This design comes from an exercise in tuning for small area, a short achievable clock period and few clock cycles per item on the open sky130 flow, not from production work. Function was checked by simulation only, so behaviour that the tests miss may differ from the original.

## ember
==> flow/design.v <==
module ebdp_decode (
    input  wire [1:0]        fmt,
    input  wire [7:0]        code,
    input  wire [7:0]        scale,
    output reg               nan,
    output reg               inf,
    output reg               neg,
    output reg signed [9:0]  exp,
    output reg [3:0]         sig
);
    reg [4:0] ef;
    reg [2:0] mf;
    reg [2:0] mb;
    reg signed [9:0] base;    
    always @* begin
        nan = 1'b0;
        inf = 1'b0;
        case (fmt)
            2'd0: begin   
                neg = code[7]; ef = {1'b0, code[6:3]}; mf = code[2:0];
                mb = 3'd3; base = -10'sd10;
                if (ef == 5'd15 && mf == 3'd7) nan = 1'b1;
            end
            2'd1: begin   
                neg = code[7]; ef = code[6:2]; mf = {1'b0, code[1:0]};
                mb = 3'd2; base = -10'sd17;
                if (ef == 5'd31) begin
                    if (mf == 3'd0) inf = 1'b1;
                    else            nan = 1'b1;
                end
            end
            2'd2: begin   
                neg = code[5]; ef = {2'b0, code[4:2]}; mf = {1'b0, code[1:0]};
                mb = 3'd2; base = -10'sd4;
            end
            default: begin   
                neg = code[3]; ef = {3'b0, code[2:1]}; mf = {2'b0, code[0]};
                mb = 3'd1; base = -10'sd1;
            end
        endcase
        if (scale == 8'hFF) begin
            nan = 1'b1;
            inf = 1'b0;
        end
        if (ef == 5'd0) begin
            sig = {1'b0, mf};
            exp = base;
        end else begin
            sig = ({1'b0, mf} | (4'd1 << mb));
            exp = base + $signed({5'b0, ef}) - 10'sd1;
        end
        exp = exp + $signed({2'b0, scale}) - 10'sd127;
    end
endmodule
module ebdp (
    input  wire         clk,
    input  wire         rst,
    input  wire         in_valid,
    output wire         in_ready,
    input  wire [1:0]   in_afmt,
    input  wire [1:0]   in_bfmt,
    input  wire [255:0] in_a,
    input  wire [255:0] in_b,
    input  wire [7:0]   in_sa,
    input  wire [7:0]   in_sb,
    input  wire [31:0]  in_c,
    input  wire         in_acc_sat,
    output reg          out_valid,
    output reg  [31:0]  out_c
);
    localparam LANES = 8;
    localparam [1:0] IDLE = 2'd0, SCAN = 2'd1, SUM = 2'd2, ROUND = 2'd3;
    reg [1:0] state;
    reg [1:0] step;
    assign in_ready = (state == IDLE) || (state == SUM && step == 2'd3);
    reg rnd;       
    reg sat_h;     
    reg [1:0]   r_afmt, r_bfmt;
    reg [255:0] r_a, r_b;
    reg [7:0]   r_sa, r_sb;
    reg [31:0]  r_c;
    reg         r_acc_sat;
    always @(posedge clk) begin
        if (in_valid && in_ready) begin
            r_afmt    <= in_afmt;
            r_bfmt    <= in_bfmt;
            r_a       <= in_a;
            r_b       <= in_b;
            r_sa      <= in_sa;
            r_sb      <= in_sb;
            r_c       <= in_c;
            r_acc_sat <= in_acc_sat;
        end
    end
    wire              a_nan [0:LANES-1], a_inf [0:LANES-1], a_neg [0:LANES-1];
    wire              b_nan [0:LANES-1], b_inf [0:LANES-1], b_neg [0:LANES-1];
    wire signed [9:0] a_exp [0:LANES-1], b_exp [0:LANES-1];
    wire [3:0]        a_sig [0:LANES-1], b_sig [0:LANES-1];
    genvar g;
    generate
        for (g = 0; g < LANES; g = g + 1) begin : g_lane
            wire [7:0] a_code = r_a[64*step + 8*g +: 8];
            wire [7:0] b_code = r_b[64*step + 8*g +: 8];
            ebdp_decode u_a (
                .fmt(r_afmt), .code(a_code), .scale(r_sa),
                .nan(a_nan[g]), .inf(a_inf[g]), .neg(a_neg[g]),
                .exp(a_exp[g]), .sig(a_sig[g])
            );
            ebdp_decode u_b (
                .fmt(r_bfmt), .code(b_code), .scale(r_sb),
                .nan(b_nan[g]), .inf(b_inf[g]), .neg(b_neg[g]),
                .exp(b_exp[g]), .sig(b_sig[g])
            );
        end
    endgenerate
    reg               t_nan  [0:LANES];
    reg               t_inf  [0:LANES];
    reg               t_neg  [0:LANES];
    reg               t_use  [0:LANES];    
    reg signed [10:0] t_exp  [0:LANES];
    reg [23:0]        t_sig  [0:LANES];
    reg [4:0]         t_msb  [0:LANES];
    reg signed [10:0] t_lead [0:LANES];
    integer i, j;
    reg [7:0] c_ef;
    always @* begin
        c_ef     = r_c[30:23];
        t_use[0] = (step == 2'd0);
        t_neg[0] = r_c[31];
        t_nan[0] = (c_ef == 8'hFF) && (r_c[22:0] != 23'd0);
        t_inf[0] = (c_ef == 8'hFF) && (r_c[22:0] == 23'd0);
        if (c_ef == 8'd0) begin
            t_sig[0] = {1'b0, r_c[22:0]};
            t_exp[0] = -11'sd149;
        end else begin
            t_sig[0] = {1'b1, r_c[22:0]};
            t_exp[0] = $signed({3'b0, c_ef}) - 11'sd150;
        end
        if (c_ef == 8'hFF) t_sig[0] = 24'd0;
        for (i = 0; i < LANES; i = i + 1) begin
            t_use[i+1] = 1'b1;
            t_neg[i+1] = a_neg[i] ^ b_neg[i];
            t_nan[i+1] = a_nan[i] | b_nan[i]
                       | (a_inf[i] & !b_inf[i] & (b_sig[i] == 4'd0))
                       | (b_inf[i] & !a_inf[i] & (a_sig[i] == 4'd0));
            t_inf[i+1] = !t_nan[i+1] & (a_inf[i] | b_inf[i]);
            t_sig[i+1] = (a_nan[i] | a_inf[i] | b_nan[i] | b_inf[i])
                       ? 24'd0 : {16'd0, {4'd0, a_sig[i]} * {4'd0, b_sig[i]}};
            t_exp[i+1] = a_exp[i] + b_exp[i];
        end
        for (i = 0; i <= LANES; i = i + 1) begin
            t_msb[i] = 5'd0;
            for (j = 0; j < 24; j = j + 1)
                if (t_sig[i][j]) t_msb[i] = 5'(j);
            t_lead[i] = t_exp[i] + $signed({6'd0, t_msb[i]});
        end
    end
    reg               f_nan, f_pinf, f_ninf, f_any, f_allneg;
    reg signed [10:0] f_E;
    reg               n_nan, n_pinf, n_ninf, n_any, n_allneg;
    reg signed [10:0] n_E;
    always @* begin
        if (step == 2'd0) begin    
            n_nan    = 1'b0;
            n_pinf   = 1'b0;
            n_ninf   = 1'b0;
            n_any    = 1'b0;
            n_allneg = 1'b1;
            n_E      = 11'sd0;
        end else begin
            n_nan    = f_nan;
            n_pinf   = f_pinf;
            n_ninf   = f_ninf;
            n_any    = f_any;
            n_allneg = f_allneg;
            n_E      = f_E;
        end
        for (i = 0; i <= LANES; i = i + 1) begin
            if (t_use[i]) begin
                if (t_nan[i]) n_nan = 1'b1;
                if (t_inf[i] &&  t_neg[i]) n_ninf = 1'b1;
                if (t_inf[i] && !t_neg[i]) n_pinf = 1'b1;
                if (t_sig[i] == 24'd0) begin
                    n_allneg = n_allneg & t_neg[i];
                end else begin
                    n_allneg = 1'b0;
                    if (!n_any || t_lead[i] > n_E) n_E = t_lead[i];
                    n_any = 1'b1;
                end
            end
        end
    end
    reg signed [11:0] sh [0:LANES];
    reg [63:0]        m  [0:LANES];
    reg signed [69:0] S, n_S;
    always @* begin
        n_S = S;
        for (i = 0; i <= LANES; i = i + 1) begin
            sh[i] = t_exp[i] - f_E + 12'sd62;
            if (t_sig[i] == 24'd0 || !t_use[i])
                m[i] = 64'd0;
            else if (sh[i] >= 0)
                m[i] = {40'd0, t_sig[i]} << sh[i][5:0];
            else if (sh[i] > -12'sd24)
                m[i] = {40'd0, t_sig[i]} >> 5'(-sh[i]);
            else
                m[i] = 64'd0;
            n_S = n_S + (t_neg[i] ? -$signed({6'd0, m[i]}) : $signed({6'd0, m[i]}));
        end
    end
    reg               s_neg;
    reg [68:0]        mag;
    reg signed [11:0] L, w, q, rsh;
    reg [68:0]        kept, rem, half;
    reg [24:0]        r;
    reg               up;
    reg [31:0]        rounded;
    reg [31:0]        result;
    always @* begin
        s_neg = S[69];
        mag   = s_neg ? 69'(-S) : S[68:0];
        L     = 12'sd0;
        for (i = 0; i < 69; i = i + 1)
            if (mag[i]) L = 12'(i);
        w = f_E - 12'sd62;
        q = L + w - 12'sd23;
        if (q < -12'sd149) q = -12'sd149;
        rsh  = q - w;
        kept = 69'd0;
        rem  = 69'd0;
        half = 69'd0;
        up   = 1'b0;
        if (rsh <= 0) begin
            r = 25'(mag << 5'(-rsh));
        end else if (rsh > L + 12'sd1) begin
            r = 25'd0;
        end else begin
            kept = mag >> rsh[6:0];
            rem  = mag & ~(69'h1FFFFFFFFFFFFFFFFF << rsh[6:0]);
            half = 69'd1 << (rsh[6:0] - 7'd1);
            up   = (rem > half) || ((rem == half) && kept[0]);
            r    = 25'(kept) + {24'd0, up};
        end
        if (r == 25'h1000000) begin
            r = r >> 1;
            q = q + 12'sd1;
        end
        if (q > 12'sd104)
            rounded = {s_neg, (sat_h ? 31'h7F7FFFFF : 31'h7F800000)};
        else
            rounded = {s_neg, 31'(({19'd0, q + 12'sd149} << 23) + {6'd0, r})};
        if (f_nan || (f_pinf && f_ninf)) result = 32'h7FC00000;
        else if (f_pinf)                 result = 32'h7F800000;
        else if (f_ninf)                 result = 32'hFF800000;
        else if (!f_any)                 result = f_allneg ? 32'h80000000 : 32'h00000000;
        else if (S == 70'sd0)            result = 32'h00000000;
        else                             result = rounded;
    end
    always @(posedge clk) begin
        if (rst) begin
            state     <= IDLE;
            step      <= 2'd0;
            out_valid <= 1'b0;
            rnd       <= 1'b0;
        end else begin
            out_valid <= rnd;
            rnd       <= 1'b0;
            case (state)
                IDLE: begin
                    step <= 2'd0;
                    if (in_valid) state <= SCAN;
                end
                SCAN: begin
                    step <= step + 2'd1;
                    if (step == 2'd3) state <= SUM;
                end
                SUM: begin
                    step <= step + 2'd1;
                    if (step == 2'd3) begin
                        rnd   <= 1'b1;
                        state <= in_valid ? SCAN : IDLE;
                    end
                end
                default: begin
                    state     <= IDLE;
                end
            endcase
        end
    end
    always @(posedge clk) begin
        case (state)
            IDLE: begin
                f_nan    <= 1'b0;
                f_pinf   <= 1'b0;
                f_ninf   <= 1'b0;
                f_any    <= 1'b0;
                f_allneg <= 1'b1;
                f_E      <= 11'sd0;
                S        <= 70'sd0;
            end
            SCAN: begin
                if (step == 2'd0) S <= 70'sd0;
                f_nan    <= n_nan;
                f_pinf   <= n_pinf;
                f_ninf   <= n_ninf;
                f_any    <= n_any;
                f_allneg <= n_allneg;
                f_E      <= n_E;
            end
            SUM: begin
                S <= n_S;
            end
            default: ;
        endcase
        if (rnd) out_c <= result;
        if (state == SUM && step == 2'd3) sat_h <= r_acc_sat;
    end
endmodule
clock: 25.0 ns
lec_check: 0
cap_margin: 20
core_margin: 2
core_utilization: 40
slew_margin: 20
run.sh (not shown) runs the stock make flow with config.mk's settings and CLKGATE_MAP_FILE= SYNTH_SCRIPT=/design/flow/synth_recipe.tcl, a recipe that flattens the netlist after the stock synthesis.
Testbench counts of ember, summed over its fixed seeds: cycles 32,024, items 4,000.
The inputs of pepper differ from those of ember as listed below.
--- a/flow/design.v
+++ b/flow/design.v
@@ -70,13 +70,11 @@
 );
     localparam LANES = 8;
     localparam [1:0] IDLE = 2'd0, SCAN = 2'd1, SUM = 2'd2, ROUND = 2'd3;
     reg [1:0] state;
     reg [1:0] step;
-    assign in_ready = (state == IDLE) || (state == SUM && step == 2'd3);
-    reg rnd;       
-    reg sat_h;     
+    assign in_ready = (state == IDLE);
     reg [1:0]   r_afmt, r_bfmt;
     reg [255:0] r_a, r_b;
     reg [7:0]   r_sa, r_sb;
     reg [31:0]  r_c;
     reg         r_acc_sat;
@@ -158,25 +156,16 @@
     reg               f_nan, f_pinf, f_ninf, f_any, f_allneg;
     reg signed [10:0] f_E;
     reg               n_nan, n_pinf, n_ninf, n_any, n_allneg;
     reg signed [10:0] n_E;
     always @* begin
-        if (step == 2'd0) begin    
-            n_nan    = 1'b0;
-            n_pinf   = 1'b0;
-            n_ninf   = 1'b0;
-            n_any    = 1'b0;
-            n_allneg = 1'b1;
-            n_E      = 11'sd0;
-        end else begin
-            n_nan    = f_nan;
-            n_pinf   = f_pinf;
-            n_ninf   = f_ninf;
-            n_any    = f_any;
-            n_allneg = f_allneg;
-            n_E      = f_E;
-        end
+        n_nan    = f_nan;
+        n_pinf   = f_pinf;
+        n_ninf   = f_ninf;
+        n_any    = f_any;
+        n_allneg = f_allneg;
+        n_E      = f_E;
         for (i = 0; i <= LANES; i = i + 1) begin
             if (t_use[i]) begin
                 if (t_nan[i]) n_nan = 1'b1;
                 if (t_inf[i] &&  t_neg[i]) n_ninf = 1'b1;
                 if (t_inf[i] && !t_neg[i]) n_pinf = 1'b1;
@@ -244,11 +233,11 @@
         if (r == 25'h1000000) begin
             r = r >> 1;
             q = q + 12'sd1;
         end
         if (q > 12'sd104)
-            rounded = {s_neg, (sat_h ? 31'h7F7FFFFF : 31'h7F800000)};
+            rounded = {s_neg, (r_acc_sat ? 31'h7F7FFFFF : 31'h7F800000)};
         else
             rounded = {s_neg, 31'(({19'd0, q + 12'sd149} << 23) + {6'd0, r})};
         if (f_nan || (f_pinf && f_ninf)) result = 32'h7FC00000;
         else if (f_pinf)                 result = 32'h7F800000;
         else if (f_ninf)                 result = 32'hFF800000;
@@ -259,14 +248,12 @@
     always @(posedge clk) begin
         if (rst) begin
             state     <= IDLE;
             step      <= 2'd0;
             out_valid <= 1'b0;
-            rnd       <= 1'b0;
         end else begin
-            out_valid <= rnd;
-            rnd       <= 1'b0;
+            out_valid <= 1'b0;
             case (state)
                 IDLE: begin
                     step <= 2'd0;
                     if (in_valid) state <= SCAN;
                 end
@@ -274,16 +261,14 @@
                     step <= step + 2'd1;
                     if (step == 2'd3) state <= SUM;
                 end
                 SUM: begin
                     step <= step + 2'd1;
-                    if (step == 2'd3) begin
-                        rnd   <= 1'b1;
-                        state <= in_valid ? SCAN : IDLE;
-                    end
+                    if (step == 2'd3) state <= ROUND;
                 end
                 default: begin
+                    out_valid <= 1'b1;
                     state     <= IDLE;
                 end
             endcase
         end
     end
@@ -297,22 +282,21 @@
                 f_allneg <= 1'b1;
                 f_E      <= 11'sd0;
                 S        <= 70'sd0;
             end
             SCAN: begin
-                if (step == 2'd0) S <= 70'sd0;
                 f_nan    <= n_nan;
                 f_pinf   <= n_pinf;
                 f_ninf   <= n_ninf;
                 f_any    <= n_any;
                 f_allneg <= n_allneg;
                 f_E      <= n_E;
             end
             SUM: begin
                 S <= n_S;
             end
-            default: ;
+            default: begin
+                out_c <= result;
+            end
         endcase
-        if (rnd) out_c <= result;
-        if (state == SUM && step == 2'd3) sat_h <= r_acc_sat;
     end
 endmodule
==> summary.txt <==
Against ember, wire length in pepper fell by a few percent. Met2 routed wirelength: ember and pepper compared, lower one is pepper. Between pepper and ember, the flip-flop and latch count figures differ only marginally. [compare] base=ember new=pepper: starting density of the core level, global-route usage over all layers moved down, synthesized area moved down, average wire per cell in the routed design moved down.
Testbench counts of pepper, summed over its fixed seeds: cycles 40,008, items 4,000.

==> afterwards: timing with drivers on the ports <==
In the flow no input, the clock included, has a driving cell. The finished layouts below were timed again as built, in two steps. Step 1 sets driving cells, clkbuf_16 on the clock port and buf_2 on the other inputs (assumed; they add their load-dependent delay and slew). Step 2 adds t to the input delays and takes it off the output delays; t is the mean of the earliest and latest rising clock arrival at the registers after step 1. Input paths then give back, and output paths get back, about the clock's delay inside the block. Three values: no drivers, after step 1, after step 2; two values: the first two.
run | shift t [ns] | setup WS [ns] | slew at the worst register clock pin (ns)
ember | 0.869 | 1.382 / 1.382 / 1.382 | 0.10 / 0.10
pepper | 0.938 | 1.136 / 1.136 / 1.136 | 0.08 / 0.08
After both steps setup and hold are still met in every run listed.
